This design comes from an exercise in tuning for small area, a short achievable clock period and few clock cycles per item on the open sky130 flow, not from production work. The RTL was checked by simulation tests, not by an equivalence proof against the original design.

==> design/flow/run.sh <==
#!/bin/bash
# synth_recipe.tcl (not shown) runs the flow's synth.tcl, then flattens the netlist and writes it again
# the make line also repeats each setting of config.mk as NAME=value (left out here)
make -C /OpenROAD-flow-scripts/flow DESIGN_CONFIG=/design/flow/config.mk WORK_HOME=/design/flow/orfs CLKGATE_MAP_FILE= SYNTH_SCRIPT=/design/flow/synth_recipe.tcl finish
==> design/flow/config.mk <==
export PLATFORM = sky130hd
export DESIGN_NAME = rs136_dec
export DESIGN_NICKNAME = rs136_dec
export VERILOG_FILES = /design/flow/design.v
export SDC_FILE = /design/flow/constraint.sdc
export NUM_CORES = 4
export LEC_CHECK = 0
export ABC_AREA = 1
export CAP_MARGIN = 20
export CORE_MARGIN = 2
export CORE_UTILIZATION = 40
export CTS_BUF_LIST = sky130_fd_sc_hd__clkbuf_8
export CTS_CLUSTER_DIAMETER = 60
export CTS_CLUSTER_SIZE = 20
export SLEW_MARGIN = 20
==> design/flow/constraint.sdc <==
create_clock -name core_clock -period 20.0 [get_ports {clk}]
set_input_delay 4.0000 -clock core_clock [delete_from_list [all_inputs] [get_ports {clk}]]
set_output_delay 4.0000 -clock core_clock [all_outputs]
set_load 0.01 [all_outputs]
==> design/flow/design.v <==
module rs136_dec (
    input  wire       clk,
    input  wire       rst,
    input  wire       in_valid,
    input  wire [9:0] in_sym,
    output wire       in_ready,
    output reg        out_valid,
    output reg  [9:0] out_sym,
    output reg        out_last,
    output reg        out_fail,
    output reg  [2:0] out_nerr
);
    localparam N   = 136;
    localparam PL  = 2;              
    localparam RL  = 171;            
    function automatic [9:0] gf_mul(input [9:0] a, input [9:0] b);
        reg [18:0] p;
        integer i;
        begin
            p = 19'd0;
            for (i = 0; i < 10; i = i + 1)
                if (b[i]) p = p ^ ({9'd0, a} << i);
            for (i = 18; i >= 10; i = i - 1)
                if (p[i]) p = p ^ (19'h409 << (i - 10));
            gf_mul = p[9:0];
        end
    endfunction
    function automatic [9:0] gf_sq(input [9:0] a);
        reg [18:0] p;
        integer i;
        begin
            p = 19'd0;
            for (i = 0; i < 10; i = i + 1)
                p[2*i] = a[i];
            for (i = 18; i >= 10; i = i - 1)
                if (p[i]) p = p ^ (19'h409 << (i - 10));
            gf_sq = p[9:0];
        end
    endfunction
    function automatic [9:0] gf_sqn(input [9:0] a, input integer n);
        integer i;
        begin
            gf_sqn = a;
            for (i = 0; i < n; i = i + 1)
                gf_sqn = gf_sq(gf_sqn);
        end
    endfunction
    function automatic [9:0] alpha_pow(input integer i);
        case (i)
            0: alpha_pow = 10'h001;
            1: alpha_pow = 10'h002;
            2: alpha_pow = 10'h004;
            3: alpha_pow = 10'h008;
            4: alpha_pow = 10'h010;
            5: alpha_pow = 10'h020;
            6: alpha_pow = 10'h040;
            default: alpha_pow = 10'h080;
        endcase
    endfunction
    function automatic [4:0] g5_mul(input [4:0] a, input [4:0] b);
        reg [8:0] p;
        integer i;
        begin
            p = 9'd0;
            for (i = 0; i < 5; i = i + 1)
                if (b[i]) p = p ^ ({4'd0, a} << i);
            for (i = 8; i >= 5; i = i - 1)
                if (p[i]) p = p ^ (9'h029 << (i - 5));
            g5_mul = p[4:0];
        end
    endfunction
    function automatic [9:0] to_comp(input [9:0] a);
        begin
            to_comp[0] = a[0] ^ a[1] ^ a[2] ^ a[4] ^ a[5] ^ a[8] ^ a[9];
            to_comp[1] = a[3] ^ a[4] ^ a[5] ^ a[6] ^ a[7] ^ a[9];
            to_comp[2] = a[3] ^ a[6];
            to_comp[3] = a[1] ^ a[5] ^ a[6];
            to_comp[4] = a[1] ^ a[4] ^ a[9];
            to_comp[5] = a[7];
            to_comp[6] = a[4] ^ a[6] ^ a[7] ^ a[8] ^ a[9];
            to_comp[7] = a[5] ^ a[7] ^ a[8] ^ a[9];
            to_comp[8] = a[1] ^ a[2] ^ a[6] ^ a[8];
            to_comp[9] = a[1] ^ a[3] ^ a[4] ^ a[6] ^ a[8];
        end
    endfunction
    function automatic [9:0] from_comp(input [9:0] a);
        begin
            from_comp[0] = a[0] ^ a[3] ^ a[4] ^ a[8];
            from_comp[1] = a[1] ^ a[7] ^ a[9];
            from_comp[2] = a[4] ^ a[5] ^ a[6] ^ a[8];
            from_comp[3] = a[1] ^ a[3] ^ a[4] ^ a[5];
            from_comp[4] = a[1] ^ a[3] ^ a[6] ^ a[9];
            from_comp[5] = a[2] ^ a[4] ^ a[5] ^ a[7] ^ a[9];
            from_comp[6] = a[1] ^ a[2] ^ a[3] ^ a[4] ^ a[5];
            from_comp[7] = a[5];
            from_comp[8] = a[2] ^ a[3] ^ a[6] ^ a[7] ^ a[9];
            from_comp[9] = a[3] ^ a[4] ^ a[6] ^ a[7];
        end
    endfunction
    function automatic [4:0] g5_inv(input [4:0] a);
        case (a)
            5'd0: g5_inv = 5'd0;
            5'd1: g5_inv = 5'd1;
            5'd2: g5_inv = 5'd20;
            5'd3: g5_inv = 5'd24;
            5'd4: g5_inv = 5'd10;
            5'd5: g5_inv = 5'd8;
            5'd6: g5_inv = 5'd12;
            5'd7: g5_inv = 5'd29;
            5'd8: g5_inv = 5'd5;
            5'd9: g5_inv = 5'd11;
            5'd10: g5_inv = 5'd4;
            5'd11: g5_inv = 5'd9;
            5'd12: g5_inv = 5'd6;
            5'd13: g5_inv = 5'd28;
            5'd14: g5_inv = 5'd26;
            5'd15: g5_inv = 5'd31;
            5'd16: g5_inv = 5'd22;
            5'd17: g5_inv = 5'd18;
            5'd18: g5_inv = 5'd17;
            5'd19: g5_inv = 5'd23;
            5'd20: g5_inv = 5'd2;
            5'd21: g5_inv = 5'd25;
            5'd22: g5_inv = 5'd16;
            5'd23: g5_inv = 5'd19;
            5'd24: g5_inv = 5'd3;
            5'd25: g5_inv = 5'd21;
            5'd26: g5_inv = 5'd14;
            5'd27: g5_inv = 5'd30;
            5'd28: g5_inv = 5'd13;
            5'd29: g5_inv = 5'd7;
            5'd30: g5_inv = 5'd27;
            5'd31: g5_inv = 5'd15;
            default: g5_inv = 5'd0;
        endcase
    endfunction
    function automatic [9:0] chien_init(input integer j);
        case (j)
            0: chien_init = 10'h001;
            1: chien_init = 10'h20e;
            2: chien_init = 10'h146;
            3: chien_init = 10'h00d;
            default: chien_init = 10'h270;
        endcase
    endfunction
    integer i, j, k;
    reg        in_ready_r;
    reg        ins;                  
    reg  [9:0] sym_q;
    reg  [10*RL-1:0] ring;
    assign in_ready = in_ready_r;
    wire [9:0] ring_out = ring[10*RL-1 -: 10];
    always @(posedge clk) begin
        sym_q <= in_sym;
        ring  <= {ring[10*RL-11:0], ins ? sym_q : ring_out};
    end
    reg [7:0] cnt;
    reg [7:0] dins;
    reg [7:0] dcs;
    reg [7:0] incnt;                
    reg       rdy;                  
    wire      cstart = rdy && (dcs == 8'd0);
    reg [1:0] v;
    reg [1:0] lst;
    reg [7:0] ccnt;
    wire      outnow = v[1];
    wire      v0n    = cstart || (v[0] && ccnt != N);    
    wire [7:0] cnt1 = cnt + {7'd0, ins} - {7'd0, outnow};
    wire       acc  = in_valid && in_ready_r;
    wire [7:0] cnt2a = cnt1 + 8'd1 - {7'd0, v[0]};
    wire [7:0] cnt2n = cnt1 - {7'd0, v[0]};
    wire       rdy_a = (cnt2a < RL) || v0n;
    wire       rdy_n = (cnt2n == 8'd0) ||
                       (!ins && dins == 8'd2 && ((cnt2n < RL) || v0n));
    always @(posedge clk) begin
        if (rst) begin
            in_ready_r <= 1'b1;
            ins        <= 1'b0;
            cnt        <= 8'd0;
            incnt      <= 8'd0;
        end else begin
            in_ready_r <= acc ? rdy_a : rdy_n;
            ins        <= acc;
            cnt        <= cnt1;
            if (ins)
                incnt <= (incnt == N - 1) ? 8'd0 : incnt + 8'd1;
        end
        if (ins)
            dins <= 8'd0;
        else
            dins <= (dins == 8'd0) ? RL - 1 : dins - 8'd1;
        if (ins && cnt == 8'd0)
            dcs <= RL - PL - 1;
        else if (cstart)
            dcs <= N - 1;
        else
            dcs <= (dcs == 8'd0) ? RL - 1 : dcs - 8'd1;
    end
    reg  [9:0] syn [0:7];
    reg  [9:0] synf [0:7];
    wire       last_in = ins && (incnt == N - 1);
    always @* begin
        for (i = 0; i < 8; i = i + 1)
            synf[i] = ((incnt == 8'd0) ? 10'd0 : gf_mul(syn[i], alpha_pow(i))) ^ sym_q;
    end
    always @(posedge clk) begin
        if (ins)
            for (i = 0; i < 8; i = i + 1)
                syn[i] <= synf[i];
    end
    reg  [9:0] S   [0:7];
    reg  [9:0] lam [0:4];           
    reg  [9:0] bp  [0:4];           
    reg  [9:0] bprev;               
    reg  [9:0] gam, dlt, accu, lreg, sreg;
    reg  [9:0] om0, om1, om3;
    reg  [3:0] len;
    reg  [2:0] r;
    reg  [2:0] st;
    reg        bm_run, om_run;
    wire       cond = (dlt != 10'd0) && ({len, 1'b0} <= {1'b0, r});
    reg  [3:0] sidx;
    reg  [9:0] ssel;
    always @* begin
        if (om_run)
            sidx = 4'd2 - {1'b0, st};
        else if (r == 3'd7)
            sidx = 4'd3 - {1'b0, st};
        else
            sidx = {1'b0, r} + 4'd1 - {1'b0, st};
        ssel = sidx[3] ? 10'd0 : S[sidx[2:0]];
    end
    wire [9:0] ma   = gf_mul(gam, lam[0]);
    wire [9:0] mb   = gf_mul(dlt, bprev);
    wire [9:0] lnew = ma ^ mb;
    wire [9:0] mc   = gf_mul(lreg, sreg);
    wire [9:0] accn = accu ^ mc;
    wire       bm_end = bm_run && (r == 3'd7) && (st == 3'd4);
    always @(posedge clk) begin
        if (rst) begin
            bm_run <= 1'b0;
            om_run <= 1'b0;
            rdy    <= 1'b0;
        end else begin
            if (cstart)
                rdy <= 1'b0;
            if (last_in) begin
                bm_run <= 1'b1;
                om_run <= 1'b0;
                r      <= 3'd2;
                st     <= 3'd0;
            end else if (bm_run) begin
                if (st == 3'd4) begin
                    st <= 3'd0;
                    r  <= r + 3'd1;
                    if (r == 3'd7) begin
                        bm_run <= 1'b0;
                        om_run <= 1'b1;
                    end
                end else
                    st <= st + 3'd1;
            end else if (om_run) begin
                if (st == 3'd2) begin
                    om_run <= 1'b0;
                    rdy    <= 1'b1;
                end
                st <= st + 3'd1;
            end
        end
        if (!last_in) begin
            for (i = 0; i < 3; i = i + 1)
                bp[i] <= bp[i+1];
            bp[3] <= (st == 3'd1 && !cond) ? 10'd0 : bp[4];
            bp[4] <= (st == 3'd0 || cond) ? lam[0] : bprev;
            bprev <= (bm_end || (om_run && st == 3'd1)) ? lam[1] :
                     (st == 3'd4) ? 10'd0 : bp[0];
        end
        if (last_in) begin
            for (i = 0; i < 8; i = i + 1)
                S[i] <= synf[i];
            lam[3] <= 10'd0;
            lam[4] <= 10'd0;
            bp[2]  <= 10'd0;
            bp[3]  <= 10'd0;
            bp[4]  <= 10'd0;
            bprev  <= 10'd0;
            sreg   <= synf[2];
            if (synf[0] != 10'd0) begin
                lam[0] <= synf[0];
                lam[1] <= synf[1];
                lam[2] <= 10'd0;
                bp[0]  <= 10'd0;
                bp[1]  <= 10'd1;
                gam    <= synf[0];
                len    <= 4'd1;
                lreg   <= synf[0];
                accu   <= gf_sq(synf[1]);
            end else begin
                lam[0] <= 10'd1;
                lam[1] <= 10'd0;
                lam[2] <= synf[1];
                bp[0]  <= (synf[1] != 10'd0) ? 10'd1 : 10'd0;
                bp[1]  <= 10'd0;
                bp[2]  <= (synf[1] != 10'd0) ? 10'd0 : 10'd1;
                gam    <= (synf[1] != 10'd0) ? synf[1] : 10'd1;
                len    <= (synf[1] != 10'd0) ? 4'd2 : 4'd0;
                lreg   <= 10'd0;
                accu   <= synf[2];
            end
        end else if (bm_run || om_run) begin
            for (i = 0; i < 4; i = i + 1)
                lam[i] <= lam[i+1];
            lam[4] <= om_run ? lam[0] : lnew;
            lreg   <= om_run ? lam[0] : lnew;
            sreg   <= ssel;
            accu   <= ((st == (om_run ? 3'd0 : 3'd1)) ? mc : accn) ^
                      ((om_run && st == 3'd2) ? mb : 10'd0);
            if (bm_run) begin
                if (st == 3'd0)
                    dlt <= accn;
                if (st == 3'd4) begin
                    if (cond) begin
                        gam <= dlt;
                        len <= {1'b0, r} + 4'd1 - len;
                    end
                    if (r == 3'd7) begin
                        om3 <= accn;
                        gam <= S[1];
                        dlt <= S[0];
                    end
                end
            end else begin
                if (st == 3'd0) begin
                    om0 <= mb;
                    gam <= S[0];
                end
                if (st[2:1] == 2'd0)
                    om1 <= ((st == 3'd0) ? 10'd0 : om1) ^ ma;
            end
        end
    end
    wire [9:0] lamf [0:4];
    assign lamf[0] = lam[2];
    assign lamf[1] = lam[3];
    assign lamf[2] = lam[4];
    assign lamf[3] = lam[0];
    assign lamf[4] = lam[1];
    reg [9:0] lam_c [0:4];
    reg [9:0] om_c  [0:3];
    reg [3:0] clen, clen_l;
    always @(posedge clk) begin
        if (cstart) begin
            for (j = 0; j < 5; j = j + 1)
                lam_c[j] <= gf_mul(lamf[j], chien_init(j));
            om_c[0] <= om0;
            om_c[1] <= gf_mul(om1, chien_init(1));
            om_c[2] <= gf_mul(accu, chien_init(2));
            om_c[3] <= gf_mul(om3, chien_init(3));
            clen    <= len;
        end else begin
            for (j = 0; j < 5; j = j + 1)
                lam_c[j] <= gf_mul(lam_c[j], alpha_pow(j));
            for (k = 0; k < 4; k = k + 1)
                om_c[k] <= gf_mul(om_c[k], alpha_pow(k));
        end
    end
    wire [9:0] lam_sum = lam_c[0] ^ lam_c[1] ^ lam_c[2] ^ lam_c[3] ^ lam_c[4];
    wire [9:0] lam_odd = lam_c[1] ^ lam_c[3];
    wire [9:0] om_sum  = om_c[0] ^ om_c[1] ^ om_c[2] ^ om_c[3];
    wire       rt1 = (lam_sum == 10'd0);
    wire [9:0] d1  = to_comp(lam_odd);
    wire [9:0] n1  = to_comp(om_sum);
    reg        rt2;
    reg  [4:0] hi2, lo2, ni2;
    reg  [2:0] nroots;
    wire [4:0] nrm = g5_mul(d1[4:0], d1[4:0]) ^ g5_mul(d1[4:0], d1[9:5]) ^
                     g5_mul(d1[9:5], d1[9:5]);
    wire [4:0] t0  = g5_mul(n1[4:0], d1[4:0] ^ d1[9:5]);
    wire [4:0] t1  = g5_mul(n1[9:5], d1[9:5]);
    wire [4:0] t2  = g5_mul(n1[4:0] ^ n1[9:5], d1[4:0]);
    wire [9:0] err = from_comp({g5_mul(hi2, ni2), g5_mul(lo2, ni2)});
    wire [2:0] nroots_tot = nroots + {2'd0, rt2};
    always @(posedge clk) begin
        rt2 <= rt1;
        hi2 <= t2 ^ t0;
        lo2 <= t0 ^ t1;
        ni2 <= g5_inv(nrm);
        if (rst) begin
            v   <= 2'd0;
            lst <= 2'd0;
            ccnt <= 8'd0;
        end else begin
            v[0] <= v0n;
            if (cstart) begin
                lst[0] <= 1'b0;
                ccnt   <= 8'd1;
            end else begin
                lst[0] <= (ccnt == N - 1);
                ccnt   <= ccnt + 8'd1;
            end
            v[1]   <= v[0];
            lst[1] <= lst[0];
        end
        if (v[0] && lst[0])
            clen_l <= clen;
        if (v[1]) begin
            nroots <= lst[1] ? 3'd0 : nroots_tot;
        end else if (cstart)
            nroots <= 3'd0;
    end
    always @(posedge clk) begin
        out_sym  <= ring_out ^ (rt2 ? err : 10'd0);
        out_last <= v[1] && lst[1];
        out_fail <= (clen_l > 4'd4) || ({1'b0, nroots_tot} != clen_l);
        out_nerr <= clen_l[2:0];
        if (rst)
            out_valid <= 1'b0;
        else
            out_valid <= outnow;
    end
endmodule
==> flow_metrics.tcl, run 1 <==
set metrics [dict create \
    hold_buffers 0 \
    min_path_type "reg2reg" \
    start_kind "register" \
    post_synth_num_cell_types 62 \
    fin_crit_sh_pct 28.9 \
    place.gp.congestion 0.888 \
    timing.final.hold_violations 0 \
    num_io_pins 30 \
    end_kind "output port" \
    synthToLayoutAreaGrowth_pct 8.00 \
    ys_ff_latch 2262 \
    detail_route.wl_per_cell_um 15.3 \
    synth_edf_count 311 \
    rows 152 \
    cp_cell_sequence "clkdlybuf4s50_1" \
    hold_ws_ns 0.307 \
    nets 6150 \
    slowest_delay_ns 0.53 \
    crit_fanout 1 \
    cap_violations 0 \
    globalRouteMet3Util_pct 2.86 \
    cts_resized 0 \
    timing.rr.end "gam[5]" \
    viasPerCell 4.50 \
    rr_worst_depth 8 \
    hpwl_um 87000 \
    r2r_slack_ns 15.85 \
    holdPathEnd "ring[410]" \
    fin_area_um2 74300 \
    cts_tree "built" \
    setup_viol 0 \
    drive_gt1_share_pct 6.14 \
    cts_made_buffers 156 \
    synth-main-ff-cell "dfxtp_1" \
    syn_inst 6032 \
    status "finished clean" \
    final.setup_skew_ns 0.0632 \
    period_minus_slack_ns 5.77 \
    synthTopCellsByArea "dfxtp_1, edfxtp_1, nand2_1" \
    track_usage_pct 14.7 \
    antenna_found_initial 4 \
    whs_path_depth 0 \
    yosys_warnings 8 \
    postSynthNetCount 6113 \
    syn_avg_cell_area_um2 11.4 \
    root_buffer "clkbuf_8" \
    yosysMostFrequentCell "dfxtp_1" \
    clk_latency_ns 0.94 \
    layout.cells.non_filler 8376 \
    worst-slew-pin-transition_ns 1.11 \
    cp_slowest_cell "clkdlybuf4s50_1" \
    synth_top_area_share_pct 56.8 \
    io_buffer_count 29 \
    drv_slew 0 \
    use_met1_pct 20.2 \
    drt_pass1_iterations 6 \
    grt_pass1_vias 36600 \
    hold_path.startpoint "ring[400]" \
    die_width_um 419 \
    die_h_um 419 \
    required_ns 16.00 \
    met2_usage_pct 23.0 \
    grt_overflow 0 \
    clockBufferDepth 3 \
    synthArstFlopShare_pct 0 \
    post_cts_buffers 0 \
    synth_common_cells "dfxtp_1, nand2_1, xnor2_1" \
    crit_buf_inv 1 \
    drtAntennaViolNets 0 \
    ys_seq_area_share_pct 70.3 \
    die_area_um2 175000 \
    clkSinkCount 2262 \
    setup_tns_ns 0 \
    coreArea_um2 171000 \
    drc 0 \
    cp_data_arrival_time_ns 1.77 \
    netlist_area_um2 68800 \
    grt_start_max_net_pins 95 \
    numPlacedInstances 8143 \
    htreeDepth 4 \
    path_delay_family "buffers and inverters" \
    place_area_um2 71300 \
    clkTransAtPathRegs_ns 0.11 \
    drt-total-wl_um 128000 \
    fillers 15900 \
    initial_core_util_pct 40.2 \
    crit-reg2reg-launch "ins" \
    crit_type "reg2out" \
    maxSlewHeadroom_pct 25.0 \
    yosys.area.top_type "dfxtp_1" \
    grt_pass1_wl_um 202000 \
    fmax_mhz 173 \
    first_iter_violations 2805 \
    rsz0062_at_grt "false" \
    busiest_layer "met2" \
    num_vias 37700 \
]
registers in the layout, indices dropped and copies added, names as in the netlist, 40 cells and up:
name / count
S: 80
lam_c: 50
syn: 80
om_c: 40
lam: 50
bp: 50
ring: 1710
per-layer routing:
layer  wire length (um)  share of wire [%]  vias to the layer above
li1                   -                  -                    18800
met1              60400                 47                    17700
met2              56300                 44                      934
met3               7260                5.7                      253
met4               4110                3.2                        2
met5                 13              0.010                        -
worst reg2reg max path: stages, from the launching register on:
cell and delay (ns):
dfxtp_4 0.60, inv_1 0.26, nor2_4 0.70, buf_4 0.82, nor2_1 0.24, inv_2 0.08, buf_4 0.68, nand3_1 0.17
inv_1 0.31
cell type report:
class                      count  area, um2  area share, %
timing repair buffer          44        423          0.569
antenna                        3       7.51         0.0101
inverter                     414       1560           2.10
tap                         2233       2790           3.76
multi-input combinational   3191      18100           24.4
sequential                  2262      48400           65.1
clock inverter                70        817           1.10
clock buffer                 159       2190           2.95
metrics by stage:
step                      util (%)  setup WS [ns]
final                         43.4          14.23
after global routing          43.4          14.08
after CTS                     43.4          14.08
after detailed placement      41.6          14.59
after global placement        41.6          14.57
after floorplan                  -          13.32
how the worst max path moves through the flow:
stage,from,end,depth (start not counted)
finish,out_sym[2],out_sym[2],1
global route,out_sym[0],out_sym[0],1
CTS,out_sym[2],out_sym[2],1
detailed placement,rst,ccnt[5],5
global placement,rst,ccnt[5],5
floorplan,ins,dlt[0],6
cells in the final DEF (no fill, tap or decap), drive strengths merged, types with 4 or more instances in the layout:
cell,netlist,routed
dfxtp,1951,1951
nand2,1459,1459
inv,408,453
xnor2,409,409
xor2,397,397
edfxtp,311,311
nor2,257,257
o21ai,186,186
nand3,185,185
clkbuf,84,159
a21oi,72,72
ha,65,65
clkdlybuf4s50,0,29
nand4,26,26
clkinv,6,23
or2,17,17
nor3,15,15
buf,81,15
o211ai,14,14
nand3b,13,13
a31oi,13,13
nor4,9,9
a221oi,9,9
a22o,7,7
clkinvlp,0,6
a211oi,4,4
a21boi,4,4
o21bai,4,4
cell families after synthesis:
logic type / Yosys count / share of synthesized area (%)
AO/OA/AOI/OAI: 329 / 2.68
XOR/XNOR: 807 / 10.4
adder cells (fa/ha/maj): 68 / 1.27
buffers and inverters: 579 / 3.35
flip-flops: 2262 / 70.3
AND/OR/NAND/NOR: 1987 / 11.9
Testbench counts, summed over its fixed seeds: cycles 27,496, items 192.
==> run 2: changes to the inputs <==
--- a/design/flow/config.mk
+++ b/design/flow/config.mk
@@ -5,10 +5,9 @@
 export SDC_FILE = /design/flow/constraint.sdc
 export NUM_CORES = 4
 export LEC_CHECK = 0
-export ABC_AREA = 1
 export CAP_MARGIN = 20
 export CORE_MARGIN = 2
-export CORE_UTILIZATION = 40
+export CORE_UTILIZATION = 55
 export CTS_BUF_LIST = sky130_fd_sc_hd__clkbuf_8
 export CTS_CLUSTER_DIAMETER = 60
 export CTS_CLUSTER_SIZE = 20
==> flow_metrics.tcl, run 2 <==
set metrics [dict create \
    status "finished clean" \
    largest_reg_flops 1710 \
    final.setup_skew_ns 0.0606 \
    die_area_um2 125000 \
    synthTopCellsByArea "dfxtp_1, edfxtp_1, xnor2_1" \
    rows 128 \
    fillers 9902 \
    postSynthNetCount 5295 \
    syn_inst 5214 \
    die_width_um 354 \
    drc 0 \
    crit_buf_inv 1 \
    drt_pass1_iterations 5 \
    end_kind "output port" \
    num_io_pins 30 \
    hold_buffers 0 \
    cap_violations 0 \
    cp_cell_sequence "clkdlybuf4s50_1" \
    crit_fanout 3 \
    antenna_found_initial 4 \
    initial_core_util_pct 55.4 \
    clkSinkCount 2262 \
    post_synth_num_cell_types 70 \
    crit_type "reg2out" \
    cts_tree "built" \
    ys_ff_latch 2262 \
    cp_data_arrival_time_ns 1.79 \
    final_common_cell "dfxtp_1" \
    place.gp.congestion 0.891 \
    final_cell_mix "dfxtp_1, nand2_1, xnor2_1" \
    nets 5321 \
    post_cts_buffers 0 \
    clkTransAtPathRegs_ns 0.11 \
    num_vias 33500 \
    drive_gt1_share_pct 6.06 \
    detail_route.wl_per_cell_um 17.3 \
    synth_edf_count 311 \
    hpwl_um 78600 \
    period_minus_slack_ns 5.79 \
    yosys.area.top_type "dfxtp_1" \
    reg.largest.list "ring: 1710 flops, S: 80 flops, syn: 80 flops" \
    ys_seq_area_share_pct 71.9 \
    cts_resized 0 \
    drv_slew 0 \
    viasPerCell 4.83 \
    grt_start_max_net_pins 101 \
    fin_crit_sh_pct 29.0 \
    clk_latency_ns 0.91 \
    synth_top_area_share_pct 58.0 \
    numPlacedInstances 6712 \
    path_delay_family "buffers and inverters" \
    io_buffer_count 29 \
    yosys_warnings 8 \
    final_util_pct 59.3 \
    cts_made_buffers 151 \
    grt_pass1_wl_um 188000 \
    root_buffer "clkbuf_8" \
    synth-main-ff-cell "dfxtp_1" \
    hold_ws_ns 0.300 \
    synthToLayoutAreaGrowth_pct 7.07 \
    fmax_mhz 173 \
    slowest_delay_ns 0.55 \
    yosysMostFrequentCell "dfxtp_1" \
    synth_common_cells "dfxtp_1, nand2_1, xnor2_1" \
    clockBufferDepth 3 \
    cp_slowest_cell "clkdlybuf4s50_1" \
    setup_tns_ns 0 \
    track_usage_pct 19.3 \
    maxSlewHeadroom_pct 20.1 \
    grt_overflow 0 \
    htreeDepth 4 \
    start_kind "register" \
    layout.cells.non_filler 6930 \
    syn_avg_cell_area_um2 12.9 \
    first_iter_violations 2599 \
    required_ns 16.00 \
    worst-slew-pin-transition_ns 1.19 \
    die_h_um 354 \
    timing.final.hold_violations 0 \
    min_path_type "reg2reg" \
    drt-total-wl_um 120000 \
    coreArea_um2 122000 \
    synthArstFlopShare_pct 0 \
    rsz0062_at_grt "false" \
    setup_viol 0 \
    netlist_area_um2 67300 \
    top_register "ring" \
    drtAntennaViolNets 0 \
    grt_pass1_vias 32500 \
]
[run 2: cell types whose count changed after synthesis, moves of 32 or more]
cell,previous run,this run
clkbuf_1,84,161
mux2i_1,0,63
nand2_2,40,0
nand2_1,1404,733
inv_1,375,88
xnor2_1,406,704
and2_1,2,44
xor2_1,386,235
a21oi_1,72,104
buf_2,52,2
nor2_1,252,202
nand3_1,179,48
[run 2: final timing paths]
path / from / endpoint / slack, ns / cells after the start
max: in_ready_r / in_ready / 14.21 / 1
min: ring[17] / ring[27] / 0.30 / 0
max reg2reg: lam_c[3][1] / ni2[1] / 15.15 / 16
min reg2reg: ring[17] / ring[27] / 0.30 / 0
[run 2: kinds of logic after synthesis]
kind of cell | Yosys count | synth area share (%)
adders and majority gates | 68 | 1.30
xor gates and xnor gates | 979 | 13.3
muxes | 85 | 1.36
AOI/OAI and AO/OA | 391 | 3.46
buffers and inverters | 291 | 1.66
and+or+nand+nor | 1138 | 7.03
DFF | 2262 | 71.9
[run 2: stage by stage]
step / area (um2) / setup WS (ns)
3_5_place_dp: 69300 / 14.60
2_1_floorplan: 67300 / 13.93
5_1_grt: 72100 / 14.11
6_report: 72100 / 14.21
3_3_place_gp: 69200 / 14.60
4_1_cts: 72000 / 14.08
[run 2: final cells by class]
cell class	instances	area [um2]	share of cell area, %
inverters	91	345	0.479
multi-input cells	2661	17900	24.8
clock inverters	57	627	0.870
flip-flops and latches	2262	48400	67.2
repair buffers	73	624	0.866
diodes	4	10.0	0.0139
clock buffers	157	2160	3.00
well taps	1625	2030	2.82
[run 2: per-layer routing]
| layer | vias to the layer above | wire length [um] | GRT usage (%) |
|---|---|---|---|
| met5 | - | 0 | 0 |
| li1 | 16700 | - | - |
| met3 | 203 | 6250 | 2.94 |
| met4 | 0 | 3910 | 7.71 |
| met2 | 767 | 51200 | 28.7 |
| met1 | 15800 | 58200 | 28.4 |
==> run 3: changes to the inputs <==
--- a/design/flow/design.v
+++ b/design/flow/design.v
@@ -12,7 +12,7 @@
 );
     localparam N   = 136;
     localparam PL  = 2;              
-    localparam RL  = 171;            
+    localparam RL  = 170;            
     function automatic [9:0] gf_mul(input [9:0] a, input [9:0] b);
         reg [18:0] p;
         integer i;
@@ -223,9 +223,9 @@
     reg  [9:0] ssel;
     always @* begin
         if (om_run)
-            sidx = 4'd2 - {1'b0, st};
+            sidx = 4'd1 - {1'b0, st};
         else if (r == 3'd7)
-            sidx = 4'd3 - {1'b0, st};
+            sidx = (st == 3'd4) ? 4'd2 : 4'd3 - {1'b0, st};
         else
             sidx = {1'b0, r} + 4'd1 - {1'b0, st};
         ssel = sidx[3] ? 10'd0 : S[sidx[2:0]];
@@ -260,7 +260,7 @@
                 end else
                     st <= st + 3'd1;
             end else if (om_run) begin
-                if (st == 3'd2) begin
+                if (st == 3'd1) begin
                     om_run <= 1'b0;
                     rdy    <= 1'b1;
                 end
@@ -272,7 +272,7 @@
                 bp[i] <= bp[i+1];
             bp[3] <= (st == 3'd1 && !cond) ? 10'd0 : bp[4];
             bp[4] <= (st == 3'd0 || cond) ? lam[0] : bprev;
-            bprev <= (bm_end || (om_run && st == 3'd1)) ? lam[1] :
+            bprev <= bm_end ? lam[1] : (om_run && st == 3'd0) ? lam[2] :
                      (st == 3'd4) ? 10'd0 : bp[0];
         end
         if (last_in) begin
@@ -311,10 +311,10 @@
             for (i = 0; i < 4; i = i + 1)
                 lam[i] <= lam[i+1];
             lam[4] <= om_run ? lam[0] : lnew;
-            lreg   <= om_run ? lam[0] : lnew;
+            lreg   <= (om_run || bm_end) ? lam[1] : lnew;
             sreg   <= ssel;
             accu   <= ((st == (om_run ? 3'd0 : 3'd1)) ? mc : accn) ^
-                      ((om_run && st == 3'd2) ? mb : 10'd0);
+                      ((om_run && st == 3'd1) ? mb : 10'd0);
             if (bm_run) begin
                 if (st == 3'd0)
                     dlt <= accn;
@@ -340,11 +340,11 @@
         end
     end
     wire [9:0] lamf [0:4];
-    assign lamf[0] = lam[2];
-    assign lamf[1] = lam[3];
-    assign lamf[2] = lam[4];
-    assign lamf[3] = lam[0];
-    assign lamf[4] = lam[1];
+    assign lamf[0] = lam[3];
+    assign lamf[1] = lam[4];
+    assign lamf[2] = lam[0];
+    assign lamf[3] = lam[1];
+    assign lamf[4] = lam[2];
     reg [9:0] lam_c [0:4];
     reg [9:0] om_c  [0:3];
     reg [3:0] clen, clen_l;
--- a/design/flow/config.mk
+++ b/design/flow/config.mk
@@ -7,7 +7,7 @@
 export LEC_CHECK = 0
 export CAP_MARGIN = 20
 export CORE_MARGIN = 2
-export CORE_UTILIZATION = 55
+export CORE_UTILIZATION = 65
 export CTS_BUF_LIST = sky130_fd_sc_hd__clkbuf_8
 export CTS_CLUSTER_DIAMETER = 60
 export CTS_CLUSTER_SIZE = 20
==> flow_metrics.tcl, run 3 <==
set metrics [dict create \
    nets 5262 \
    cp_cell_sequence "clkdlybuf4s50_1" \
    cap_violations 0 \
    maxSlewHeadroom_pct 26.4 \
    timing.final.hold_violations 0 \
    grt_start_max_net_pins 90 \
    cp_data_arrival_time_ns 1.75 \
    synth_top_area_share_pct 57.9 \
    htreeDepth 4 \
    viasPerCell 5.06 \
    synth-adder-area-share_pct 1.26 \
    grt_overflow 0 \
    first_iter_violations 2684 \
    rsz0062_at_grt "false" \
    ys_seq_area_share_pct 71.8 \
    hpwl_um 75700 \
    status "finished clean" \
    drc 0 \
    die_h_um 325 \
    postSynthNetCount 5258 \
    synthArstFlopShare_pct 0 \
    num_io_pins 30 \
    min_path_type "reg2reg" \
    track_usage_pct 22.0 \
    antenna_found_initial 5 \
    initial_core_util_pct 65.8 \
    fin_area_um2 71300 \
    synth_compound_area_share_pct 3.61 \
    drive_gt1_share_pct 5.80 \
    synth_common_cells "dfxtp_1, xnor2_1, nand2_1" \
    drtAntennaViolNets 0 \
    largest_reg_flops 1700 \
    cts_tree "built" \
    die_width_um 325 \
    synthXorXnorAreaFrac_pct 13.4 \
    start_kind "register" \
    crit_fanout 3 \
    clkTransAtPathRegs_ns 0.11 \
    yosysMostFrequentCell "dfxtp_1" \
    fmax_mhz 174 \
    end_kind "output port" \
    setup_tns_ns 0 \
    place_area_um2 68600 \
    top_register "ring" \
    netlist_area_um2 67100 \
    cts_resized 0 \
    post_cts_buffers 0 \
    synth_mux_area_share_pct 1.40 \
    die_area_um2 106000 \
    crit_type "reg2out" \
    rows 117 \
    ys_ff_latch 2252 \
    synth_top_family_by_area "XOR/XNOR gates" \
    drt-total-wl_um 116000 \
    worst-slew-pin-transition_ns 1.10 \
    hold_buffers 0 \
    synthTopCellsByArea "dfxtp_1, edfxtp_1, xnor2_1" \
    io_buffer_count 29 \
    final_common_cell "dfxtp_1" \
    grt_pass1_vias 32000 \
    synthSimpleGateAreaFrac_pct 6.77 \
    slowest_delay_ns 0.54 \
    detail_route.wl_per_cell_um 17.5 \
    required_ns 16.00 \
    crit_buf_inv 1 \
    clockBufferDepth 3 \
    clkSinkCount 2252 \
    synth_edf_count 311 \
    drv_slew 0 \
    cp_slowest_cell "clkdlybuf4s50_1" \
    grt_pass1_wl_um 181000 \
    root_buffer "clkbuf_8" \
    final.setup_skew_ns 0.0473 \
    yosys.area.top_type "dfxtp_1" \
    synthToLayoutAreaGrowth_pct 6.35 \
    syn_avg_cell_area_um2 13.0 \
    num_vias 33400 \
    yosys_warnings 8 \
    drt_pass1_iterations 6 \
    path_delay_family "buffers and inverters" \
    period_minus_slack_ns 5.75 \
    fin_crit_sh_pct 28.8 \
    coreArea_um2 102000 \
    place.gp.congestion 0.855 \
    final_cell_mix "dfxtp_1, xnor2_1, nand2_1" \
    syn_inst 5179 \
    setup_viol 0 \
    synth-main-ff-cell "dfxtp_1" \
    clk_latency_ns 0.87 \
    reg.largest.list "ring: 1700 flops, S: 80 flops, syn: 80 flops" \
    cts_made_buffers 149 \
    post_synth_num_cell_types 70 \
]
run 3: per-stage QoR:
step	utilization [%]	hold WS (ns)	instances	worst slack (ns)
floorplan	-	0.310	5179	13.88
global placement	67.2	0.309	6400	14.41
detailed placement	67.2	0.312	6400	14.46
CTS	69.9	0.292	6609	14.14
global route	69.9	0.287	6611	14.16
finish	69.9	0.298	6613	14.25
run 3: per-layer routing:
metal | share of wire, % | global-route usage, % | vias to the layer above
met5 | 0 | 0 | -
met2 | 42 | 32.3 | 960
li1 | - | - | 16600
met4 | 3.3 | 8.31 | 0
met3 | 6.7 | 4.60 | 231
met1 | 48 | 32.2 | 15700
run 3: kinds of logic (layout without fill, tap and decap cells):
kind of cell	after synthesis	count (layout)
adders and majority gates	66	66
AOI/OAI and AO/OA	410	410
DFF	2252	2252
and+or+nand+nor	1096	1096
buffers and inverters	297	359
other	0	4
muxes	86	86
xor gates and xnor gates	972	972
run 3: final timing paths:
| check | to | startpoint | cells after the start | slack [ns] |
|---|---|---|---|---|
| max | in_ready | in_ready_r | 1 | 14.25 |
| min reg2reg | ring[399] | ring[389] | 0 | 0.30 |
| max reg2reg | ni2[1] | lam_c[3][5] | 15 | 15.40 |
| min | ring[399] | ring[389] | 0 | 0.30 |
run 3: final cells by class:
class | count | area (um2)
clock buffers | 151 | 2080
inverters | 87 | 329
fillers | 7198 | 30700
clock inverters | 58 | 693
diodes | 4 | 10.0
well taps | 1368 | 1710
repair buffers | 63 | 546
multi-input cells | 2630 | 17800
flip-flops and latches | 2252 | 48200
Testbench counts of run 3, summed over its fixed seeds: cycles 27,488, items 192.
==> run 4: changes to the inputs <==
--- a/design/flow/design.v
+++ b/design/flow/design.v
@@ -25,6 +25,28 @@
             gf_mul = p[9:0];
         end
     endfunction
+    function automatic [8:0] pmul5(input [4:0] a, input [4:0] b);
+        integer i;
+        begin
+            pmul5 = 9'd0;
+            for (i = 0; i < 5; i = i + 1)
+                if (b[i]) pmul5 = pmul5 ^ ({4'd0, a} << i);
+        end
+    endfunction
+    function automatic [9:0] gf_kmul(input [9:0] a, input [9:0] b);
+        reg [8:0] lo, hi, md;
+        reg [18:0] p;
+        integer i;
+        begin
+            lo = pmul5(a[4:0], b[4:0]);
+            hi = pmul5(a[9:5], b[9:5]);
+            md = pmul5(a[4:0] ^ a[9:5], b[4:0] ^ b[9:5]) ^ lo ^ hi;
+            p  = {hi, 10'd0} ^ ({10'd0, md} << 5) ^ {10'd0, lo};
+            for (i = 18; i >= 10; i = i - 1)
+                if (p[i]) p = p ^ (19'h409 << (i - 10));
+            gf_kmul = p[9:0];
+        end
+    endfunction
     function automatic [9:0] gf_sq(input [9:0] a);
         reg [18:0] p;
         integer i;
@@ -144,7 +166,8 @@
         endcase
     endfunction
     integer i, j, k;
-    reg        in_ready_r;
+    reg        in_ready_r;           
+    reg        nrdy_r;               
     reg        ins;                  
     reg  [9:0] sym_q;
     reg  [10*RL-1:0] ring;
@@ -166,7 +189,7 @@
     wire      outnow = v[1];
     wire      v0n    = cstart || (v[0] && ccnt != N);    
     wire [7:0] cnt1 = cnt + {7'd0, ins} - {7'd0, outnow};
-    wire       acc  = in_valid && in_ready_r;
+    wire       acc  = in_valid && !nrdy_r;
     wire [7:0] cnt2a = cnt1 + 8'd1 - {7'd0, v[0]};
     wire [7:0] cnt2n = cnt1 - {7'd0, v[0]};
     wire       rdy_a = (cnt2a < RL) || v0n;
@@ -175,11 +198,13 @@
     always @(posedge clk) begin
         if (rst) begin
             in_ready_r <= 1'b1;
+            nrdy_r     <= 1'b0;
             ins        <= 1'b0;
             cnt        <= 8'd0;
             incnt      <= 8'd0;
         end else begin
             in_ready_r <= acc ? rdy_a : rdy_n;
+            nrdy_r     <= !(acc ? rdy_a : rdy_n);
             ins        <= acc;
             cnt        <= cnt1;
             if (ins)
@@ -230,10 +255,10 @@
             sidx = {1'b0, r} + 4'd1 - {1'b0, st};
         ssel = sidx[3] ? 10'd0 : S[sidx[2:0]];
     end
-    wire [9:0] ma   = gf_mul(gam, lam[0]);
-    wire [9:0] mb   = gf_mul(dlt, bprev);
+    wire [9:0] ma   = gf_kmul(gam, lam[0]);
+    wire [9:0] mb   = gf_kmul(dlt, bprev);
     wire [9:0] lnew = ma ^ mb;
-    wire [9:0] mc   = gf_mul(lreg, sreg);
+    wire [9:0] mc   = gf_kmul(lreg, sreg);
     wire [9:0] accn = accu ^ mc;
     wire       bm_end = bm_run && (r == 3'd7) && (st == 3'd4);
     always @(posedge clk) begin
@@ -275,6 +300,10 @@
             bprev <= bm_end ? lam[1] : (om_run && st == 3'd0) ? lam[2] :
                      (st == 3'd4) ? 10'd0 : bp[0];
         end
+        if (!last_in) begin
+            lreg <= (om_run || bm_end) ? lam[1] : lnew;
+            sreg <= ssel;
+        end
         if (last_in) begin
             for (i = 0; i < 8; i = i + 1)
                 S[i] <= synf[i];
@@ -311,8 +340,6 @@
             for (i = 0; i < 4; i = i + 1)
                 lam[i] <= lam[i+1];
             lam[4] <= om_run ? lam[0] : lnew;
-            lreg   <= (om_run || bm_end) ? lam[1] : lnew;
-            sreg   <= ssel;
             accu   <= ((st == (om_run ? 3'd0 : 3'd1)) ? mc : accn) ^
                       ((om_run && st == 3'd1) ? mb : 10'd0);
             if (bm_run) begin
--- a/design/flow/config.mk
+++ b/design/flow/config.mk
@@ -7,8 +7,8 @@
 export LEC_CHECK = 0
 export CAP_MARGIN = 20
 export CORE_MARGIN = 2
-export CORE_UTILIZATION = 65
+export CORE_UTILIZATION = 70
 export CTS_BUF_LIST = sky130_fd_sc_hd__clkbuf_8
 export CTS_CLUSTER_DIAMETER = 60
-export CTS_CLUSTER_SIZE = 20
+export CTS_CLUSTER_SIZE = 18
 export SLEW_MARGIN = 20
==> flow_metrics.tcl, run 4 <==
set metrics [dict create \
    drv_slew 0 \
    grt_overflow 0 \
    cp_cell_sequence "clkdlybuf4s50_1" \
    antenna_found_initial 5 \
    clk_latency_ns 0.88 \
    fin_crit_sh_pct 28.7 \
    num_vias 34400 \
    synth_edf_count 291 \
    track_usage_pct 25.2 \
    layout.cells.non_filler 6558 \
    netlist_area_um2 66900 \
    top_register "ring" \
    htreeDepth 4 \
    synthTopCellsByArea "dfxtp_1, edfxtp_1, xnor2_1" \
    setup_tns_ns 0 \
    cp_slowest_cell "clkdlybuf4s50_1" \
    hpwl_um 81500 \
    drive_gt1_share_pct 5.54 \
    hold_path.startpoint "ring[1350]" \
    worst-slew-pin-transition_ns 1.09 \
    syn_inst 5219 \
    clkSinkCount 2253 \
    ys_seq_area_share_pct 71.8 \
    cts_resized 0 \
    start_kind "register" \
    final_common_cell "dfxtp_1" \
    clockBufferDepth 3 \
    whs_path_depth 0 \
    io_buffer_count 29 \
    status "finished clean" \
    synth-main-ff-cell "dfxtp_1" \
    end_kind "output port" \
    yosysMostFrequentCell "dfxtp_1" \
    drc 0 \
    crit_type "reg2out" \
    synth_common_cells "dfxtp_1, xnor2_1, nand2_1" \
    ys_ff_latch 2253 \
    nets 5310 \
    r2r_slack_ns 14.91 \
    grt_start_max_net_pins 90 \
    coreArea_um2 94900 \
    rr_worst_depth 15 \
    viasPerCell 5.24 \
    synth_top_area_share_pct 58.7 \
    drt-total-wl_um 122000 \
    reg.largest.list "ring: 1700 flops, S: 80 flops, syn: 80 flops" \
    timing.rr.end "ni2[3]" \
    grt_pass1_vias 33600 \
    final_cell_mix "dfxtp_1, xnor2_1, nand2_1" \
    rsz0062_at_grt "false" \
    final.setup_skew_ns 0.0505 \
    synthArstFlopShare_pct 0 \
    rows 113 \
    maxSlewHeadroom_pct 27.2 \
    crit_fanout 1 \
    detail_route.wl_per_cell_um 18.6 \
    yosys_warnings 8 \
    required_ns 16.00 \
    largest_reg_flops 1700 \
    die_area_um2 98000 \
    cts_made_buffers 153 \
    cts_tree "built" \
    post_synth_num_cell_types 78 \
    syn_avg_cell_area_um2 12.8 \
    cap_violations 0 \
    path_delay_family "buffers and inverters" \
    crit_buf_inv 1 \
    crit-reg2reg-launch "lam_c[3][1]" \
    drt_pass1_iterations 9 \
    first_iter_violations 2970 \
    num_io_pins 30 \
    min_path_type "reg2reg" \
    numPlacedInstances 6346 \
    postSynthNetCount 5293 \
    post_cts_buffers 0 \
    initial_core_util_pct 70.5 \
    die_h_um 313 \
    slowest_delay_ns 0.53 \
    holdPathEnd "ring[1360]" \
    period_minus_slack_ns 5.74 \
    fmax_mhz 174 \
    root_buffer "clkbuf_8" \
    drtAntennaViolNets 0 \
    yosys.area.top_type "dfxtp_1" \
    timing.final.hold_violations 0 \
    place.gp.congestion 0.948 \
    hold_buffers 0 \
    die_width_um 313 \
    setup_viol 0 \
    synthToLayoutAreaGrowth_pct 6.04 \
    clkTransAtPathRegs_ns 0.10 \
    cp_data_arrival_time_ns 1.74 \
    grt_pass1_wl_um 191000 \
    cp_num_cells 1 \
]
## run 4: area by class of cell
cell class | count | area (um2)
Clock inverter | 52 | 468
Fill cell | 5952 | 23900
Tap cell | 1265 | 1580
Inverter | 99 | 374
Clock buffer | 156 | 2150
Timing Repair Buffer | 65 | 564
Multi-Input combinational cell | 2664 | 17800
Sequential cell | 2253 | 48000
Antenna cell | 4 | 10.0
## run 4: how the worst max path moves through the flow
stage	start	slack, ns	end
2_1_floorplan	ins	13.88	S[0][0]
3_3_place_gp	rst	14.73	st[0]
3_5_place_dp	rst	14.69	st[0]
4_1_cts	out_nerr[0]	14.17	out_nerr[0]
5_1_grt	out_sym[0]	14.16	out_sym[0]
6_report	out_fail	14.26	out_fail
## run 4: per-stage QoR
stage | setup slack (ns) | hold slack, ns | instance area [um2] | util [%]
finish | 14.26 | 0.311 | 70900 | 74.8
global route | 14.16 | 0.310 | 70900 | 74.8
CTS | 14.17 | 0.307 | 70900 | 74.8
detailed placement | 14.69 | 0.312 | 68300 | 72.0
global placement | 14.73 | 0.310 | 68300 | 72.0
floorplan | 13.88 | 0.310 | 66900 | -
## run 4: cell families after synthesis
kind of cell    after synthesis  synth area share, %
mux                          74                 1.17
fa+ha+maj                    62                 1.19
xor+xnor                    951                 12.9
compound gates              454                 4.09
simple gates               1123                 7.15
buf+inv                     302                 1.72
flops                      2253                 71.8
## run 4: per-layer routing
layer	vias up	global-route usage (%)	share of wire (%)
met5	-	0	0
met4	0	9.84	3.7
met3	313	4.94	6.9
met2	1142	38.6	44
met1	16100	35.7	45
li1	16800	-	-
Testbench counts of run 4, summed over its fixed seeds: cycles 27,488, items 192.
==> run 5: changes to the inputs <==
--- a/design/flow/config.mk
+++ b/design/flow/config.mk
@@ -7,8 +7,8 @@
 export LEC_CHECK = 0
 export CAP_MARGIN = 20
 export CORE_MARGIN = 2
-export CORE_UTILIZATION = 70
+export CORE_UTILIZATION = 65
 export CTS_BUF_LIST = sky130_fd_sc_hd__clkbuf_8
-export CTS_CLUSTER_DIAMETER = 60
-export CTS_CLUSTER_SIZE = 18
+export CTS_CLUSTER_DIAMETER = 50
+export CTS_CLUSTER_SIZE = 16
 export SLEW_MARGIN = 20
==> flow_metrics.tcl, run 5 <==
set metrics [dict create \
    status "finished clean" \
    place.gp.congestion 0.907 \
    die_area_um2 105000 \
    syn_inst 5219 \
    num_io_pins 30 \
    syn_avg_cell_area_um2 12.8 \
    drive_gt1_share_pct 6.33 \
    synthArstFlopShare_pct 0 \
    ys_ff_latch 2253 \
    final.setup_skew_ns 0.0471 \
    setup_viol 0 \
    crit_type "reg2out" \
    synth_mux_area_share_pct 1.17 \
    viasPerCell 5.13 \
    slowest_delay_ns 0.53 \
    synth_common_cells "dfxtp_1, xnor2_1, nand2_1" \
    fin_crit_sh_pct 28.6 \
    final_cell_mix "dfxtp_1, xnor2_1, nand2_1" \
    yosysMostFrequentCell "dfxtp_1" \
    crit-reg2reg-launch "ins" \
    path_delay_family "buffers and inverters" \
    synth_edf_count 291 \
    largest_reg_flops 1700 \
    cts_tree "built" \
    num_vias 34400 \
    antenna_found_initial 3 \
    yosys_warnings 8 \
    drt-total-wl_um 119000 \
    whs_path_depth 0 \
    postSynthNetCount 5293 \
    clkSinkCount 2253 \
    setup_tns_ns 0 \
    nets 5335 \
    die_h_um 325 \
    synthXorXnorAreaFrac_pct 12.9 \
    rr_worst_depth 19 \
    cts_resized 0 \
    grt_overflow 0 \
    cap_violations 0 \
    period_minus_slack_ns 5.72 \
    grt_pass1_wl_um 188000 \
    synth_compound_area_share_pct 4.09 \
    post_synth_num_cell_types 78 \
    final_util_pct 70.3 \
    grt_start_max_net_pins 81 \
    rsz0062_at_grt "false" \
    top_register "ring" \
    hold_ws_ns 0.298 \
    clk_latency_ns 0.88 \
    clockBufferDepth 3 \
    cp_cell_sequence "clkdlybuf4s50_1" \
    synth_top_family_by_area "XOR/XNOR gates" \
    hpwl_um 78800 \
    reg.largest.list "ring: 1700 flops, S: 80 flops, syn: 80 flops" \
    cp_data_arrival_time_ns 1.72 \
    drtAntennaViolNets 0 \
    synth-main-ff-cell "dfxtp_1" \
    maxSlewHeadroom_pct 24.5 \
    drc 0 \
    timing.rr.end "in_ready_r" \
    synth-adder-area-share_pct 1.19 \
    timing.final.hold_violations 0 \
    crit_fanout 1 \
    crit_path_start "out_nerr[1]" \
    grt_pass1_vias 33600 \
    netlist_area_um2 66900 \
    ys_seq_area_share_pct 71.8 \
    min_path_type "reg2reg" \
    rows 117 \
    synthToLayoutAreaGrowth_pct 7.10 \
    cts_made_buffers 178 \
    fmax_mhz 175 \
    required_ns 16.00 \
    crit_buf_inv 1 \
    fillers 7296 \
    end_kind "output port" \
    place_area_um2 68400 \
    synthSimpleGateAreaFrac_pct 7.15 \
    fin_area_um2 71600 \
    worst-slew-pin-transition_ns 1.12 \
    synth_top_area_share_pct 58.7 \
    die_width_um 325 \
    drv_slew 0 \
    clkTransAtPathRegs_ns 0.09 \
    holdPathEnd "ring[814]" \
    start_kind "register" \
    cp_slowest_cell "clkdlybuf4s50_1" \
    final_common_cell "dfxtp_1" \
    yosys.area.top_type "dfxtp_1" \
    root_buffer "clkbuf_8" \
    htreeDepth 4 \
    post_cts_buffers 0 \
    hold_buffers 0 \
    track_usage_pct 22.8 \
    first_iter_violations 2748 \
    io_buffer_count 29 \
    initial_core_util_pct 65.7 \
    r2r_slack_ns 14.86 \
    synthTopCellsByArea "dfxtp_1, edfxtp_1, xnor2_1" \
    detail_route.wl_per_cell_um 17.7 \
    coreArea_um2 102000 \
    drt_pass1_iterations 9 \
    hold_path.startpoint "ring[804]" \
]
[run 5: cell counts after synthesis]
Identical to the previous run, type by type.
[run 5: kinds of logic after synthesis]
group | Yosys count
flops | 2253
simple gates | 1123
mux | 74
compound gates | 454
buf+inv | 302
fa+ha+maj | 62
xor+xnor | 951
[run 5: per-layer routing]
layer	track usage (%)	up-vias	wire length, um
met1	32.6	16200	55600
met5	0	-	0
li1	-	16900	-
met4	10.1	0	4650
met2	34.0	1010	51400
met3	4.20	286	7230
[run 5: worst max path at each step]
stage / cells past startpoint / to / slack, ns
after floorplan: 6 / S[0][0] / 13.88
after global placement: 3 / r[0] / 14.73
after detailed placement: 3 / r[0] / 14.69
after CTS: 1 / in_ready / 14.15
after global routing: 1 / out_sym[6] / 14.18
final: 1 / out_nerr[1] / 14.28
[run 5: metrics by stage]
step                      cells  setup WS [ns]
final                      6702          14.28
after global routing       6697          14.18
after CTS                  6696          14.15
after detailed placement   6449          14.69
after global placement     6449          14.73
after floorplan            5219          13.88
[run 5: area by class of cell]
cell class / count / area (um2) / share of cell area [%]
clock buffers: 181 / 2490 / 3.48
flip-flops and latches: 2253 / 48000 / 67.0
diodes: 6 / 15.0 / 0.0210
multi-input cells: 2664 / 17800 / 24.8
repair buffers: 65 / 561 / 0.782
well taps: 1368 / 1710 / 2.39
clock inverters: 66 / 691 / 0.964
inverters: 99 / 374 / 0.522
==> run 6: changes to the inputs <==
--- a/design/flow/design.v
+++ b/design/flow/design.v
@@ -184,10 +184,10 @@
     reg       rdy;                  
     wire      cstart = rdy && (dcs == 8'd0);
     reg [1:0] v;
-    reg [1:0] lst;
-    reg [7:0] ccnt;
+    reg       lst1;                  
+    wire      lst0   = (dcs == 8'd0);
     wire      outnow = v[1];
-    wire      v0n    = cstart || (v[0] && ccnt != N);    
+    wire      v0n    = cstart || (v[0] && !lst0);        
     wire [7:0] cnt1 = cnt + {7'd0, ins} - {7'd0, outnow};
     wire       acc  = in_valid && !nrdy_r;
     wire [7:0] cnt2a = cnt1 + 8'd1 - {7'd0, v[0]};
@@ -414,30 +414,22 @@
         ni2 <= g5_inv(nrm);
         if (rst) begin
             v   <= 2'd0;
-            lst <= 2'd0;
-            ccnt <= 8'd0;
+            lst1 <= 1'b0;
         end else begin
             v[0] <= v0n;
-            if (cstart) begin
-                lst[0] <= 1'b0;
-                ccnt   <= 8'd1;
-            end else begin
-                lst[0] <= (ccnt == N - 1);
-                ccnt   <= ccnt + 8'd1;
-            end
-            v[1]   <= v[0];
-            lst[1] <= lst[0];
+            v[1] <= v[0];
+            lst1 <= v[0] && lst0;
         end
-        if (v[0] && lst[0])
+        if (v[0] && lst0)
             clen_l <= clen;
         if (v[1]) begin
-            nroots <= lst[1] ? 3'd0 : nroots_tot;
+            nroots <= lst1 ? 3'd0 : nroots_tot;
         end else if (cstart)
             nroots <= 3'd0;
     end
     always @(posedge clk) begin
         out_sym  <= ring_out ^ (rt2 ? err : 10'd0);
-        out_last <= v[1] && lst[1];
+        out_last <= v[1] && lst1;
         out_fail <= (clen_l > 4'd4) || ({1'b0, nroots_tot} != clen_l);
         out_nerr <= clen_l[2:0];
         if (rst)
--- a/design/flow/config.mk
+++ b/design/flow/config.mk
@@ -7,7 +7,7 @@
 export LEC_CHECK = 0
 export CAP_MARGIN = 20
 export CORE_MARGIN = 2
-export CORE_UTILIZATION = 65
+export CORE_UTILIZATION = 70
 export CTS_BUF_LIST = sky130_fd_sc_hd__clkbuf_8
 export CTS_CLUSTER_DIAMETER = 50
 export CTS_CLUSTER_SIZE = 16
==> flow_metrics.tcl, run 6 <==
set metrics [dict create \
    status "finished clean" \
    grt_pass1_vias 33200 \
    top_register "ring" \
    end_kind "output port" \
    maxSlewHeadroom_pct 29.9 \
    period_minus_slack_ns 5.73 \
    io_buffer_count 29 \
    clkSinkCount 2244 \
    postSynthNetCount 5174 \
    hold_buffers 0 \
    slowest_delay_ns 0.53 \
    setup_tns_ns 0 \
    synthTopCellsByArea "dfxtp_1, edfxtp_1, xnor2_1" \
    yosys.area.top_type "dfxtp_1" \
    cp_cell_sequence "clkdlybuf4s50_1" \
    initial_core_util_pct 70.3 \
    die_area_um2 97500 \
    syn_avg_cell_area_um2 13.0 \
    start_kind "register" \
    rsz0062_at_grt "false" \
    crit_buf_inv 1 \
    viasPerCell 5.18 \
    cp_data_arrival_time_ns 1.73 \
    cap_violations 0 \
    fin_crit_sh_pct 28.6 \
    final_common_cell "dfxtp_1" \
    cts_made_buffers 175 \
    synthToLayoutAreaGrowth_pct 6.80 \
    fmax_mhz 175 \
    yosys_warnings 8 \
    path_delay_family "buffers and inverters" \
    synthArstFlopShare_pct 0 \
    num_vias 33500 \
    post_cts_buffers 0 \
    clkTransAtPathRegs_ns 0.09 \
    synth-main-ff-cell "dfxtp_1" \
    drt_pass1_iterations 7 \
    drt-total-wl_um 118000 \
    setup_viol 0 \
    required_ns 16.00 \
    synth_common_cells "dfxtp_1, xnor2_1, nand2_1" \
    drive_gt1_share_pct 6.37 \
    hold_path.startpoint "ring[52]" \
    crit_type "reg2out" \
    grt_pass1_wl_um 185000 \
    final_cell_mix "dfxtp_1, xnor2_1, nand2_1" \
    die_h_um 312 \
    grt_start_max_net_pins 127 \
    timing.final.hold_violations 0 \
    clk_latency_ns 0.89 \
    hpwl_um 79700 \
    synth_top_area_share_pct 58.8 \
    antenna_found_initial 5 \
    crit-reg2reg-launch "lam_c[3][1]" \
    post_synth_num_cell_types 70 \
    cts_resized 0 \
    drc 0 \
    synth_edf_count 291 \
    root_buffer "clkbuf_8" \
    ys_ff_latch 2244 \
    place.gp.congestion 0.894 \
    nets 5215 \
    drtAntennaViolNets 0 \
    drv_slew 0 \
    cts_tree "built" \
    track_usage_pct 24.4 \
    final.setup_skew_ns 0.0587 \
    grt_overflow 0 \
    largest_reg_flops 1700 \
    htreeDepth 4 \
    crit_path_start "in_ready_r" \
    netlist_area_um2 66500 \
    yosysMostFrequentCell "dfxtp_1" \
    num_io_pins 30 \
    crit_fanout 1 \
    die_width_um 312 \
    cp_slowest_cell "clkdlybuf4s50_1" \
    first_iter_violations 2630 \
    min_path_type "reg2reg" \
    ys_seq_area_share_pct 71.9 \
    rows 113 \
    reg.largest.list "ring: 1700 flops, S: 80 flops, syn: 80 flops" \
    clockBufferDepth 3 \
    coreArea_um2 94600 \
    syn_inst 5102 \
    detail_route.wl_per_cell_um 18.2 \
    worst-slew-pin-transition_ns 1.05 \
]
run 6: cell types whose count changed after synthesis, sizes merged, moves of 17 or more:
cell and delta:
nand2 -41, xnor2 -41, nor2b +33, nand3 -17
and2 -33, xnor3 +22
run 6: cell families (layout without fill, tap and decap cells):
kind of cell    count (synthesis)  after routing  synth area share [%]
flops                        2244           2244                  71.9
simple gates                 1034           1034                  6.55
xor+xnor                      934            934                  13.3
compound gates                443            443                  3.96
buf+inv                       306            413                  1.78
mux                            81             81                  1.32
fa+ha+maj                      60             60                  1.16
other cells                     0              2                     0
run 6: cell type report:
| cell class | count | area, um2 |
|---|---|---|
| antenna | 2 | 5.00 |
| clock buffer | 182 | 2500 |
| clock inverter | 61 | 641 |
| fill | 6043 | 23500 |
| inverter | 109 | 412 |
| multi-input combinational | 2552 | 17500 |
| sequential | 2244 | 47800 |
| tap | 1265 | 1580 |
| timing repair buffer | 61 | 531 |
run 6: metrics by stage:
stage                     util, %  hold WS, ns  cells  worst slack, ns  cell area [um2]
after global placement       71.8        0.310   6231            14.61            67900
final                        75.1        0.316   6476            14.27            71100
after CTS                    75.1        0.315   6474            14.18            71100
after global routing         75.1        0.315   6476            14.17            71100
after floorplan                 -        0.310   5102            14.12            66500
after detailed placement     71.8        0.312   6231            14.62            67900
run 6: per-layer routing:
layer	track usage [%]	wire length (um)	part of all wire (%)
met5	0	0	0
met4	10.2	4590	3.9
met3	4.59	7200	6.1
met2	38.6	54000	46
met1	33.4	52200	44
run 6: worst paths after layout:
kind,end,slack [ns],depth (start not counted)
worst max register to register,ni2[2],15.26,15
worst min-delay path,ring[62],0.32,0
worst max-delay path,in_ready,14.27,1
worst min register to register,ring[62],0.32,0
Testbench counts of run 6, summed over its fixed seeds: cycles 27,488, items 192.
==> run 7: changes to the inputs <==
--- a/design/flow/config.mk
+++ b/design/flow/config.mk
@@ -7,7 +7,7 @@
 export LEC_CHECK = 0
 export CAP_MARGIN = 20
 export CORE_MARGIN = 2
-export CORE_UTILIZATION = 70
+export CORE_UTILIZATION = 75
 export CTS_BUF_LIST = sky130_fd_sc_hd__clkbuf_8
 export CTS_CLUSTER_DIAMETER = 50
 export CTS_CLUSTER_SIZE = 16
==> flow_metrics.tcl, run 7 <==
set metrics [dict create \
    status "finished clean" \
    whs_path_depth 0 \
    end_kind "output port" \
    setup_viol 0 \
    crit_buf_inv 1 \
    cp_cell_sequence "clkdlybuf4s50_1" \
    top_register "ring" \
    yosys.area.top_type "dfxtp_1" \
    synth_common_cells "dfxtp_1, xnor2_1, nand2_1" \
    syn_inst 5102 \
    cts_made_buffers 174 \
    nets 5212 \
    r2r_slack_ns 14.56 \
    min_path_type "reg2reg" \
    post_synth_num_cell_types 70 \
    final.setup_skew_ns 0.0413 \
    drt-total-wl_um 133000 \
    wl_met1_um 52600 \
    rsz0062_at_grt "false" \
    worst-slew-pin-transition_ns 1.06 \
    place_area_um2 67800 \
    clkTransAtPathRegs_ns 0.11 \
    clockBufferDepth 3 \
    crit-reg2reg-launch "lam_c[3][1]" \
    drt_pass1_iterations 7 \
    grt_overflow 0 \
    postSynthNetCount 5174 \
    cts_resized 0 \
    dr.max_layer_used "met5" \
    num_io_pins 30 \
    fin_crit_sh_pct 28.8 \
    ys_ff_latch 2244 \
    hold_path.startpoint "ring[89]" \
    die_width_um 302 \
    clkSinkCount 2244 \
    initial_core_util_pct 75.5 \
    reg.largest.list "ring: 1700 flops, S: 80 flops, syn: 80 flops" \
    drv_slew 0 \
    period_minus_slack_ns 5.76 \
    die_area_um2 91100 \
    final_common_cell "dfxtp_1" \
    holdPathEnd "ring[99]" \
    route.met2.wl_um 64000 \
    io_buffer_count 29 \
    required_ns 16.00 \
    drive_gt1_share_pct 6.36 \
    first_iter_violations 3403 \
    largest_reg_flops 1700 \
    path_delay_family "buffers and inverters" \
    clk_latency_ns 0.88 \
    synthToLayoutAreaGrowth_pct 6.58 \
    yosys_warnings 8 \
    maxSlewHeadroom_pct 29.0 \
    postLayoutSetupSlackWorst_ns 14.24 \
    timing.rr.end "ni2[1]" \
    netlist_area_um2 66500 \
    post_cts_buffers 0 \
    wl_met3_um 9500 \
    cp_data_arrival_time_ns 1.76 \
    detail_route.wl_per_cell_um 20.8 \
    cts_tree "built" \
    antenna_found_initial 8 \
    syn_avg_cell_area_um2 13.0 \
    num_vias 34900 \
    pre_cts_ws_ns 14.44 \
    drc 0 \
    hold_buffers 0 \
    track_usage_pct 29.4 \
    grt_pass1_wl_um 202000 \
    grt_pass1_vias 35300 \
    fin_area_um2 70900 \
    ys_seq_area_share_pct 71.9 \
    setup_tns_ns 0 \
    viasPerCell 5.48 \
    timing.final.hold_violations 0 \
    drtAntennaViolNets 0 \
    coreArea_um2 88100 \
    crit_fanout 1 \
    grt_start_max_net_pins 109 \
    final_cell_mix "dfxtp_1, xnor2_1, nand2_1" \
    synthArstFlopShare_pct 0 \
    start_kind "register" \
    die_h_um 302 \
    cp_slowest_cell "clkdlybuf4s50_1" \
    fmax_mhz 174 \
    cap_violations 0 \
    hpwl_um 87500 \
    hold_ws_ns 0.297 \
    yosysMostFrequentCell "dfxtp_1" \
    synthTopCellsByArea "dfxtp_1, edfxtp_1, xnor2_1" \
    synth-main-ff-cell "dfxtp_1" \
    root_buffer "clkbuf_8" \
    rows 109 \
    crit_type "reg2out" \
]
run 7: cell type report:
| type | count | area (um2) |
|---|---|---|
| sequential | 2244 | 47800 |
| multi-input combinational | 2552 | 17600 |
| fill | 4736 | 17200 |
| clock buffer | 181 | 2490 |
| tap | 1165 | 1460 |
| clock inverter | 62 | 631 |
| timing repair buffer | 59 | 515 |
| inverter | 109 | 412 |
| antenna | 5 | 12.5 |
run 7: kinds of logic (layout without fill, tap and decap cells):
family	after synthesis	in the layout	share of synthesized area, %
DFF	2244	2244	71.9
and+or+nand+nor	1034	1034	6.55
xor gates and xnor gates	934	934	13.3
AOI/OAI and AO/OA	443	443	3.96
buffers and inverters	306	411	1.78
muxes	81	81	1.32
adders and majority gates	60	60	1.16
other	0	5	0
run 7: metrics by stage:
stage / std cells / utilization (%)
final: 6377 / 80.5
after global routing: 6376 / 80.5
after CTS: 6372 / 80.5
after detailed placement: 6129 / 76.9
after global placement: 6129 / 76.9
after floorplan: 5102 / -
run 7: worst max path at each step:
stage                from          to  slack [ns]  cells after the start
3_3_place_gp          rst  in_ready_r       14.66                      4
5_1_grt        out_sym[2]  out_sym[2]       14.14                      1
6_report       out_sym[2]  out_sym[2]       14.24                      1
2_1_floorplan         ins     S[0][0]       14.12                      5
4_1_cts        out_sym[2]  out_sym[2]       14.15                      1
3_5_place_dp          rst  in_ready_r       14.44                      4
run 7: per-layer routing:
metal | vias up | GRT usage (%)
li1 | 16500 | -
met5 | - | 0
met4 | 2 | 15.0
met3 | 414 | 5.57
met1 | 16600 | 37.0
met2 | 1467 | 48.8

[what the ideal ports hide]
How much do the figures lean on ideal ports? The routed layouts below were timed once more, with nothing changed but the port constraints.
Step 1: set_driving_cell puts a clkbuf_16 on clk and a buf_2 on each other input, an assumption about the parent block.
Step 2, shift: input delay + t, output delay - t, t = (earliest + latest rising clock arrival at the registers) / 2. This alone moves slack from input paths to output paths.
Three values: no drivers, after step 1, after step 2; two values: the first two.
run	t (ns)	setup WS [ns]	worst setup path at the end	slew at the worst register clock pin (ns)	pins driven straight from the clock port
run 1	0.986	14.228 / 14.150 / 14.569	input to register	0.12 / 0.12	1
run 2	0.947	14.205 / 14.137 / 14.627	input to register	0.12 / 0.12	1
run 3	0.911	14.249 / 14.180 / 14.420	input to register	0.12 / 0.12	1
run 4	0.916	14.263 / 14.199 / 14.705	input to register	0.12 / 0.12	1
run 5	0.921	14.284 / 14.216 / 14.690	input to register	0.10 / 0.10	1
run 6	0.929	14.272 / 14.205 / 14.611	input to register	0.10 / 0.10	1
run 7	0.920	14.245 / 14.177 / 14.457	input to register	0.11 / 0.11	1
After both steps every run listed still meets setup and hold.
